From an optimization exercise on the open Yosys and OpenROAD flow, aimed at small area, a short achievable clock period and few clock cycles per item; shortcuts taken in it are not production practice. No functional check of the RTL was part of any run shown here. Power is estimated from default activity; no workload was simulated.

<file path="constraint.sdc">
create_clock -name core_clock -period 10.0 [get_ports {clk}]
set_input_delay 2.0000 -clock core_clock [delete_from_list [all_inputs] [get_ports {clk}]]
set_output_delay 2.0000 -clock core_clock [all_outputs]
set_load 0.01 [all_outputs]
</file>
<file path="design.v">
module fe_rms (
    input  wire        clk,
    input  wire        rst_n,
    input  wire        start,
    input  wire [63:0] sum,      
    input  wire [31:0] count,    
    output wire        in_ready,
    output reg         out_valid,
    output wire [31:0] rms
);
    reg        dbusy;
    reg [4:0]  dcnt;
    reg [31:0] drem;       
    reg [39:0] dq;         
    reg [31:0] dn;         
    reg [33:0] dn3;        
    reg        dz;         
    reg  ready;            
    wire dlast = (dcnt == 5'd28);
    assign in_ready = ready;
    wire [33:0] tq  = {drem, dq[39:38]};
    wire [34:0] df1 = {1'b0, tq} - {3'b0, dn};
    wire [34:0] df2 = {1'b0, tq} - {2'b0, dn, 1'b0};
    wire [34:0] df3 = {1'b0, tq} - {1'b0, dn3};
    wire        ge1 = !df1[34];
    wire        ge2 = !df2[34];
    wire        ge3 = !df3[34];
    wire        q1  = ge2;
    wire        q2  = ge3 || (ge1 && !ge2);
    wire [31:0] r2  = ge3 ? df3[31:0] : ge2 ? df2[31:0] : ge1 ? df1[31:0] : tq[31:0];
    always @(posedge clk) begin
        if (in_ready) begin
            drem <= sum[63:40];
            dq   <= sum[39:0];
            dn   <= count;
            dn3  <= {2'b0, count} + {1'b0, count, 1'b0};
            dz   <= (count == 32'd0);
            dcnt <= 5'd0;
        end else begin
            drem <= r2;
            dq   <= {dq[37:0], 2'b00};
            dcnt <= dcnt + 5'd1;
        end
        if (!rst_n) begin
            dbusy <= 1'b0;
            ready <= 1'b1;
        end else if (in_ready) begin
            dbusy <= start;
            ready <= !start;
        end else begin
            ready <= (dcnt == 5'd27);
        end
    end
    reg        sv;         
    reg        sfirst;     
    reg        slast;      
    reg [1:0]  qp;
    reg        pnz;        
    always @(posedge clk) begin
        qp     <= dz ? 2'b00 : {q1, q2};
        sfirst <= (dcnt == 5'd0);
        slast  <= dlast;
        if (dlast)
            pnz <= (r2 != 32'd0);
        if (!rst_n)
            sv <= 1'b0;
        else
            sv <= dbusy;
    end
    reg [29:0] srem;       
    reg [28:0] root;
    wire [31:0] ssh = {(sfirst ? 30'd0 : srem), qp};
    wire [28:0] rt  = sfirst ? 29'd0 : root;
    wire [32:0] sdf = {1'b0, ssh} - {2'b0, rt[28:0], 2'b01};
    wire        sb  = !sdf[32];
    wire [29:0] sr  = sb ? sdf[29:0] : ssh[29:0];
    always @(posedge clk) begin
        srem <= sr;
        root <= {rt[27:0], sb};
        if (!rst_n)
            out_valid <= 1'b0;
        else
            out_valid <= sv && slast;
    end
    wire inc = root[0] && !(!pnz && srem == 30'd0 && !root[1]);
    assign rms = {3'd0, {1'b0, root[28:1]} + {28'd0, inc}};
endmodule
</file>
<file path="run.sh">
#!/bin/bash
# synth_recipe.tcl (not shown) runs the flow's synth.tcl, then flattens the netlist and writes it again
# the make line also repeats each setting of config.mk as NAME=value (left out here)
make -C /OpenROAD-flow-scripts/flow DESIGN_CONFIG=/design/flow/config.mk WORK_HOME=/design/flow/orfs CLKGATE_MAP_FILE= SYNTH_SCRIPT=/design/flow/synth_recipe.tcl finish
</file>
<file path="config.mk">
export PLATFORM = sky130hd
export DESIGN_NAME = fe_rms
export DESIGN_NICKNAME = fe_rms
export VERILOG_FILES = /design/flow/design.v
export SDC_FILE = /design/flow/constraint.sdc
export NUM_CORES = 4
export LEC_CHECK = 0
export CAP_MARGIN = 20
export CORE_MARGIN = 2
export CORE_UTILIZATION = 40
export SLEW_MARGIN = 20
</file>
==> results.py, run 1 <==
metrics = {
    "critical_path": {
        "r2r_start": "dn3[0]",
        "path_class": "primary input to flip-flop",
        "start_kind": "primary input",
        "worstPathRequired_ns": 10.29,
        "crit_arrival_ns": 6.05,
        "path_cells": "clkdlybuf4s50_1 > ha_1 > inv_1 > fa_1 > inv_1 > a21o_1 > a21oi_1 > nand2b_1 > a21o_1 > a21oi_1 > o221ai_1 > o31a_1 > o21ai_0 > or4_1 > a31oi_1 > o21ai_0 > xor2_1",
        "critPathCaptureType": "flip-flop",
        "reg2reg_to": "pnz",
        "cp-startpoint": "count[1]",
        "regToRegSetupSlack_ns": 4.66,
        "cp_slowest_cell": "clkdlybuf4s50_1",
        "reg2regPathDepth": 17,
        "crit_fanout": 4,
        "crit_path_end": "dn3[31]",
        "cpPeakStageDelay_ns": 0.53,
    },
    "die": {
        "core_area_sq_um": 40600,
        "die_area_sq_um": 42600,
        "ios": 133,
        "initial_core_util_pct": 40.3,
        "die_h_um": 206,
        "num_rows": 74,
        "dieWidth_um": 206,
    },
    "synth": {
        "syn_avg_cell_area_sq_um": 8.57,
        "synth_edf_count": 67,
        "synthesis.area_sq_um": 16400,
        "synth_compound_area_share_pct": 20.9,
        "synth_area_leaders": "dfxtp_1 18%, ha_1 14%, edfxtp_1 12%, xnor2_1 5.8%, a21oi_1 4.6%",
        "synthAdderAreaFrac_pct": 14.2,
        "synth_mux_area_share_pct": 4.41,
        "ys_ff_latch": 211,
        "yosys_warnings": 1,
        "async_flop_share_pct": 0,
        "synth-simple-area-share_pct": 16.7,
        "synthXorXnorAreaFrac_pct": 8.66,
        "synth_top_family_by_area": "compound AO/OA/AOI/OAI gates",
        "yosysTopAreaCellShare_pct": 17.6,
        "syn_inst": 1911,
        "ys.flop_type": "dfxtp_1",
        "ys_seq_area_share_pct": 29.9,
        "synthDistinctLibCells": 90,
        "yosysTopAreaCell": "dfxtp_1",
    },
    "layout": {
        "stdcell_count": 2585,
        "drive_above_1_share_pct": 6.72,
        "utilization_pct": 47.0,
        "register_area_sq_um": 4900,
        "antenna_cells": 0,
        "area_growth_pct": 16.7,
        "multi_input_area_sq_um": 10600,
        "fin_nets": 2315,
        "fill_cells": 3928,
    },
    "detailed_routing": {
        "num_vias": 14200,
        "ant_nets": 0,
        "drc": 0,
        "dr.pass1.iters": 5,
        "via_per_inst": 5.48,
        "routedWlPerCell_um": 17.9,
        "drt_iter0_drc": 945,
        "routed_wl_um": 46300,
    },
    "cts": {
        "cts.path.max_buffers": 3,
        "cts_max_level": 1,
        "numCtsBuffers": 27,
        "path_clk_slew_ns": 0.06,
        "root_buffer": "clkbuf_16",
        "cts_tree": "built",
        "clk_latency_ns": 0.56,
        "cts_resized": 0,
        "cts_setup_buffers": 0,
        "cts_hold_buf": 0,
        "clock_sinks": 211,
    },
    "sta": {
        "layout_setup_ws_ns": 4.24,
        "drv_slew": 0,
        "period_minus_slack_ns": 5.76,
        "setup_viol": 0,
        "fin_setup_tns_ns": 0,
        "fmax_ghz": 0.174,
        "skew_ns": 0.0128,
        "rsz0062_at_grt": "false",
        "fin_crit_sh_pct": 57.6,
        "whs_ns": 0.450,
        "worst_slew_pin_slew_ns": 0.980,
        "hold_viol": 0,
        "maxSlewHeadroom_pct": 33.0,
    },
    "placement": {
        "post-dp-hpwl_um": 36500,
        "portBuffers": 129,
        "gp_congestion": 0.913,
        "post-place-ws_ns": 3.68,
        "place_inst": 2536,
    },
    "grt": {
        "grt_max_degree": 72,
        "antenna_found_initial": 1,
        "grt_usage_pct": 21.5,
        "grt_remaining_overflow": 0,
        "grt_pass1_wl_um": 72200,
        "grt_pass1_vias": 13400,
    },
    "power_and_ir_drop": {
        "p_leak_uw": 0.00847,
        "vdd_ir_drop_max_v": 0.000134,
        "power_density_nw_per_um2": 299,
    },
    "flow_run": {
        "max_cap_viol_count": 0,
    },
    "worst_hold_path": {
        "hp-start": "dcnt[0]",
        "hp-class": "flip-flop to flip-flop",
    },
    "run_status": {
        "status": "finished clean",
    },
}
[cell usage after synthesis (all sizes together), types with 5 or more instances]
cell type    n
a211oi      18
a21boi       7
a21o        77
a21oi      152
a221oi       7
a31oi       19
a32oi        5
and2        15
and3        22
buf         27
clkbuf      23
dfxtp      144
edfxtp      67
ha         179
inv        167
mux2        55
mux2i       10
nand2      149
nand2b      51
nand3       54
nand4       21
nor2       110
nor2b       44
nor3        30
nor4        13
o2111ai      5
o211ai      15
o21a        22
o21ai      124
o21bai      19
o22ai        8
o31ai        7
or2          8
or3          8
or4          6
xnor2      108
xor2        54
[worst min path at each step]
stage | endpoint | slack, ns | depth (start not counted)
global route | dq[17] | 0.47 | 1
CTS | dcnt[0] | 0.46 | 1
global placement | dcnt[0] | 0.43 | 1
floorplan | qp[1] | 0.41 | 1
finish | dcnt[0] | 0.45 | 1
detailed placement | sv | 0.44 | 1
[cell usage in the layout (no fill, tap or decap), drive strengths merged, types with 12 or more instances in the layout]
cell / Yosys / layout
a211oi: 18 / 18
nor2: 110 / 110
and2: 15 / 15
nand3: 54 / 54
inv: 167 / 169
a31oi: 19 / 19
edfxtp: 67 / 67
o211ai: 15 / 15
o21bai: 19 / 19
and3: 22 / 22
nand2: 149 / 149
buf: 27 / 12
nand4: 21 / 21
dfxtp: 144 / 144
nor4: 13 / 13
a21o: 77 / 77
clkbuf: 23 / 33
xor2: 54 / 54
nand2b: 51 / 51
xnor2: 108 / 108
o21a: 22 / 22
a21oi: 152 / 152
ha: 179 / 179
nor3: 30 / 30
o21ai: 124 / 124
mux2: 55 / 55
nor2b: 44 / 44
clkdlybuf4s50: 0 / 129
[report_power, final]
part           switching (uW)  internal (uW)
registers                 147           1080
clock network             396            588
logic                    2090           1410
[cells by family after synthesis]
kind of cell | count (synthesis)
buf+inv | 217
mux | 65
other cells | 1
xor+xnor | 162
fa+ha+maj | 183
compound gates | 527
flops | 211
simple gates | 545
[flip-flops by register name, indices dropped and copies added (netlist names)]
signal / count
dq: 40
dn3: 34
drem: 32
dn: 31
srem: 30
root: 29
dcnt: 5
qp: 2
dbusy: 1
dz: 1
out_valid: 1
pnz: 1
ready: 1
sfirst: 1
slast: 1
sv: 1
[layer usage]
metal,up-vias,part of all wire [%],global-route usage [%]
li1,7065,-,-
met1,6645,47,29.8
met2,387,45,34.6
met3,72,5.3,3.00
met4,2,2.5,6.10
met5,-,0.035,0
[metrics by stage]
| stage | area (sq um) | total power, uW |
|---|---|---|
| CTS | 19100 | 5680 |
| global placement | 18200 | 4640 |
| floorplan | 16400 | 3760 |
| global route | 19100 | 6120 |
| detailed placement | 18200 | 4660 |
| finish | 19100 | 5710 |
[critical path, delay by kind of cell]
kind | cells | cell delay (ns)
AO/OA/AOI/OAI | 9 | 2.30
XOR/XNOR | 1 | 0.11
adder cells (fa/ha/maj) | 2 | 0.59
buffers and inverters | 3 | 0.66
AND/OR/NAND/NOR | 2 | 0.39
[layout make-up]
cell class                 count  share of cell area (%)
timing repair buffer         141                    7.23
inverter                     167                    3.28
tap                          532                    3.48
clock inverter                16                   0.805
multi-input combinational   1485                    55.6
sequential                   211                    25.6
clock buffer                  33                    3.93
==> inputs of run 2 (changes only) <==
==> design.v (replaced) <==
module fe_rms (
    input  wire        clk,
    input  wire        rst_n,
    input  wire        start,
    input  wire [63:0] sum,      
    input  wire [31:0] count,    
    output wire        in_ready,
    output reg         out_valid,
    output wire [31:0] rms
);
    reg        dbusy;
    reg [5:0]  dcnt;
    reg [31:0] drem;       
    reg [39:0] dq;         
    reg [31:0] dn;         
    reg        dz;         
    reg  ready;            
    wire dlast = (dcnt == 6'd57);
    assign in_ready = ready;
    wire [32:0] sh1 = {drem, dq[39]};
    wire [33:0] df1 = {1'b0, sh1} - {2'b0, dn};
    wire        q1  = !df1[33];
    wire [31:0] r1  = q1 ? df1[31:0] : sh1[31:0];
    always @(posedge clk) begin
        if (in_ready) begin
            drem <= sum[63:40];
            dq   <= sum[39:0];
            dn   <= count;
            dz   <= (count == 32'd0);
            dcnt <= 6'd0;
        end else begin
            drem <= r1;
            dq   <= {dq[38:0], 1'b0};
            dcnt <= dcnt + 6'd1;
        end
        if (!rst_n) begin
            dbusy <= 1'b0;
            ready <= 1'b1;
        end else if (in_ready) begin
            dbusy <= start;
            ready <= !start;
        end else begin
            ready <= (dcnt == 6'd56);
        end
    end
    reg        sv;         
    reg        sfirst;     
    reg        slast;      
    reg        qh;         
    reg [1:0]  qp;
    reg        pnz;        
    wire rz = (drem == 32'd0) || (sh1 == {1'b0, dn});
    always @(posedge clk) begin
        qh <= q1 && !dz;
        if (dcnt[0]) begin
            qp     <= {qh, q1 && !dz};
            sfirst <= (dcnt == 6'd1);
            slast  <= dlast;
            pnz    <= !rz;
        end
        if (!rst_n)
            sv <= 1'b0;
        else
            sv <= dbusy && dcnt[0];
    end
    reg [29:0] srem;       
    reg [28:0] root;
    reg        srnd;       
    reg        stie;       
    wire [31:0] ssh = {(sfirst ? 30'd0 : srem), qp};
    wire [28:0] rt  = sfirst ? 29'd0 : root;
    wire [32:0] sdf = {1'b0, ssh} - {2'b0, rt[28:0], 2'b01};
    wire        sb  = !sdf[32];
    wire [29:0] sr  = sb ? sdf[29:0] : ssh[29:0];
    wire        inc = root[0] && !(stie && !root[1]);
    always @(posedge clk) begin
        if (sv) begin
            srem <= sr;
            root <= {rt[27:0], sb};
        end else if (srnd) begin
            root <= {1'b0, root[28:1]} + {28'd0, inc};
        end
        stie <= !pnz && (sr == 30'd0);
        if (!rst_n) begin
            srnd      <= 1'b0;
            out_valid <= 1'b0;
        end else begin
            srnd      <= sv && slast;
            out_valid <= srnd;
        end
    end
    assign rms = {3'd0, root};
endmodule
==> results.py, run 2 <==
metrics = {
    "cts": {
        "clock_sinks": 182,
        "cts_setup_buffers": 0,
        "root_buffer": "clkbuf_16",
        "cts_resized": 0,
        "cts_tree": "built",
        "cts.path.max_buffers": 2,
        "clk_latency_ns": 0.44,
        "path_clk_slew_ns": 0.08,
        "numCtsBuffers": 17,
        "cts_hold_buf": 0,
        "cts_max_level": 4,
    },
    "critical_path": {
        "cp_slowest_cell": "nand2_1",
        "path_class": "flip-flop to flip-flop",
        "start_kind": "flip-flop",
        "path_buf_inv": 1,
        "critPathCaptureType": "flip-flop",
        "crit_fanout": 83,
        "path_cells": "buf_4 > nor2b_1 > ha_1 > nor2b_4 > nor2_1 > a22oi_4 > a221oi_4 > a211oi_1 > o21ai_0 > nand2_1 > mux2_2 > o32ai_1 > nand4b_1 > nor4_2",
        "worstPathRequired_ns": 10.34,
        "cpPeakStageDelay_ns": 0.73,
        "path_delay_family": "simple AND/OR/NAND/NOR gates",
        "crit_arrival_ns": 5.31,
    },
    "power_and_ir_drop": {
        "pwr-share-clk_pct": 34.0,
        "vdd_ir_drop_max_v": 0.0000811,
        "comb_power_share_pct": 23.4,
        "share_seq_of_total_power_pct": 42.6,
        "p_leak_uw": 0.00546,
        "p_int_uw": 1410,
        "power_switching_uw": 622,
        "p_total_uw": 2030,
        "power_density_nw_per_um2": 147,
        "swShare_pct": 30.6,
    },
    "die": {
        "ios": 133,
        "core_area_sq_um": 28700,
        "initial_core_util_pct": 40.6,
        "die_area_sq_um": 30500,
        "num_rows": 62,
        "die_h_um": 175,
        "dieWidth_um": 175,
    },
    "synth": {
        "synth_edf_count": 97,
        "synthDistinctLibCells": 81,
        "yosys_warnings": 1,
        "synthTopCellsByCount": "109 x nor2_1, 97 x edfxtp_1, 85 x dfxtp_1, 69 x a21oi_1, 64 x nand2_1",
        "ys_ff_latch": 182,
        "async_flop_share_pct": 0,
        "yosysMostFrequentCell": "nor2_1",
        "syn_avg_cell_area_sq_um": 9.40,
        "ys.flop_type": "edfxtp_1",
        "synthesis.area_sq_um": 11700,
        "yosysTopAreaCell": "edfxtp_1",
        "synth_area_leaders": "edfxtp_1 25%, dfxtp_1 15%, ha_1 6.8%, mux2_2 4.8%, xnor2_1 3.8%",
        "ys_seq_area_share_pct": 39.6,
        "syn_inst": 1240,
        "yosysTopAreaCellShare_pct": 25.0,
    },
    "sta": {
        "fin_crit_sh_pct": 49.7,
        "skew_ns": 0.0182,
        "hold_viol": 0,
        "fin_setup_tns_ns": 0,
        "fmax_ghz": 0.201,
        "setup_viol": 0,
        "drv_slew": 0,
        "rsz0062_at_grt": "false",
        "period_minus_slack_ns": 4.97,
        "maxSlewHeadroom_pct": 30.8,
        "worst_slew_pin_slew_ns": 1.04,
    },
    "layout": {
        "reg.largest.list": "dq (40), dn (32), drem (32)",
        "layout_common_cells": "129 x clkdlybuf4s50_1, 109 x nor2_1, 97 x edfxtp_1",
        "fill_cells": 2746,
        "area_growth_pct": 18.5,
        "antenna_cells": 0,
        "register_area_sq_um": 4620,
        "utilization_pct": 48.1,
        "final_common_cell": "clkdlybuf4s50_1",
        "regMostFlops": "dq",
        "multi_input_area_sq_um": 6560,
        "fin_nets": 1494,
        "stdcell_count": 1728,
        "largest_reg_flops": 40,
        "drive_above_1_share_pct": 8.56,
    },
    "grt": {
        "grt_max_degree": 85,
        "grt_pass1_vias": 9048,
        "grt_usage_pct": 18.7,
        "grt_remaining_overflow": 0,
        "antenna_found_initial": 0,
        "grt_pass1_wl_um": 46500,
    },
    "worst_hold_path": {
        "hp-class": "flip-flop to flip-flop",
    },
    "placement": {
        "place_inst": 1696,
        "post-dp-hpwl_um": 21100,
        "gp_congestion": 0.881,
        "portBuffers": 129,
    },
    "detailed_routing": {
        "routedWlPerCell_um": 16.5,
        "num_vias": 9294,
        "dr.pass1.iters": 5,
        "routed_wl_um": 28400,
        "ant_nets": 0,
        "drc": 0,
        "via_per_inst": 5.38,
        "drt_iter0_drc": 643,
    },
    "flow_run": {
        "max_cap_viol_count": 0,
    },
    "run_status": {
        "status": "finished clean",
    },
}
-- run 2: worst register-to-register path, stage by stage, from the launching register on --
cell	delay (ns)
edfxtp_1	0.33
buf_4	0.61
nor2b_1	0.17
ha_1	0.37
nor2b_4	0.16
nor2_1	0.19
a22oi_4	0.11
a221oi_4	0.40
a211oi_1	0.19
o21ai_0	0.40
nand2_1	0.73
mux2_2	0.54
o32ai_1	0.31
nand4b_1	0.18
nor4_2	0.17
-- run 2: path summary, 6_finish.rpt --
check / cells after the start / slack (ns) / endpoint / from
worst max-delay path: 14 / 5.03 / stie / sfirst
worst min-delay path: 1 / 0.41 / qh / dz
worst max register to register: 14 / 5.03 / stie / sfirst
worst min register to register: 1 / 0.41 / qh / dz
-- run 2: through the flow --
| stage | hold slack [ns] | instance area [sq um] | worst slack [ns] |
|---|---|---|---|
| 2_1_floorplan | 0.386 | 11700 | 5.29 |
| 3_3_place_gp | 0.386 | 13200 | 5.16 |
| 3_5_place_dp | 0.395 | 13200 | 5.00 |
| 4_1_cts | 0.409 | 13800 | 4.99 |
| 5_1_grt | 0.416 | 13800 | 4.71 |
| 6_report | 0.407 | 13800 | 5.03 |
-- run 2: final cells by class --
type | instances | share of cell area [%]
Clock buffer | 18 | 3.26
Inverter | 59 | 1.60
Clock inverter | 14 | 1.06
Multi-Input combinational cell | 936 | 47.5
Tap cell | 384 | 3.48
Timing Repair Buffer | 135 | 9.68
Sequential cell | 182 | 33.4
-- run 2: kinds of logic after synthesis --
logic type	synth area share, %
AND/OR/NAND/NOR	19.6
multiplexers	5.86
adder cells (fa/ha/maj)	6.94
AO/OA/AOI/OAI	17.4
flip-flops	39.6
buffers and inverters	4.35
other	0.0322
XOR/XNOR	6.24
-- run 2: layer usage --
layer	vias to the layer above	global-route usage, %	part of all wire [%]
met5	-	0	0
met1	4333	25.1	47
met3	28	3.98	5.9
met2	241	30.6	45
met4	0	5.10	1.5
li1	4692	-	-
-- run 2: power by group through the flow --
stage	sequential [uW]	clock, uW	combinational (uW)
global route	873	740	526
floorplan	875	0	347
finish	867	691	476
detailed placement	885	0	472
global placement	885	0	469
CTS	868	710	476

[afterwards: timing with drivers on the ports]
In the flow no input, the clock included, has a driving cell. The finished layouts below were timed again as built, in two steps. Step 1 (the two cells are an assumption about what drives the block):
set clk [get_ports {clk}]
set_driving_cell -lib_cell sky130_fd_sc_hd__clkbuf_16 $clk
set_driving_cell -lib_cell sky130_fd_sc_hd__buf_2 [delete_from_list [all_inputs] $clk]
Step 2 adds t to the input delays and takes it off the output delays; t is the mean of the earliest and latest rising clock arrival at the registers after step 1. Input paths then give back, and output paths get back, about the clock's delay inside the block. a / b / c = no drivers / after step 1 / after step 2; a / b = the first two.
| run | t (ns) | setup slack, ns | hold slack, ns | latest minus earliest clock arrival (ns) | worst data-port slew with drivers (ns) |
|---|---|---|---|---|---|
| run 1 | 0.608 | 4.241 / 4.267 / 3.659 | 0.450 / 0.450 / 0.450 | 0.013 / 0.012 | 0.07 |
| run 2 | 0.481 | 5.029 / 5.029 / 5.029 | 0.407 / 0.407 / 0.407 | 0.019 / 0.019 | 0.06 |
After both steps every run listed still meets setup and hold. For run 1, which loses most, drivers alone change the setup slack by +0.026 ns; drivers and shift together by -0.582 ns.
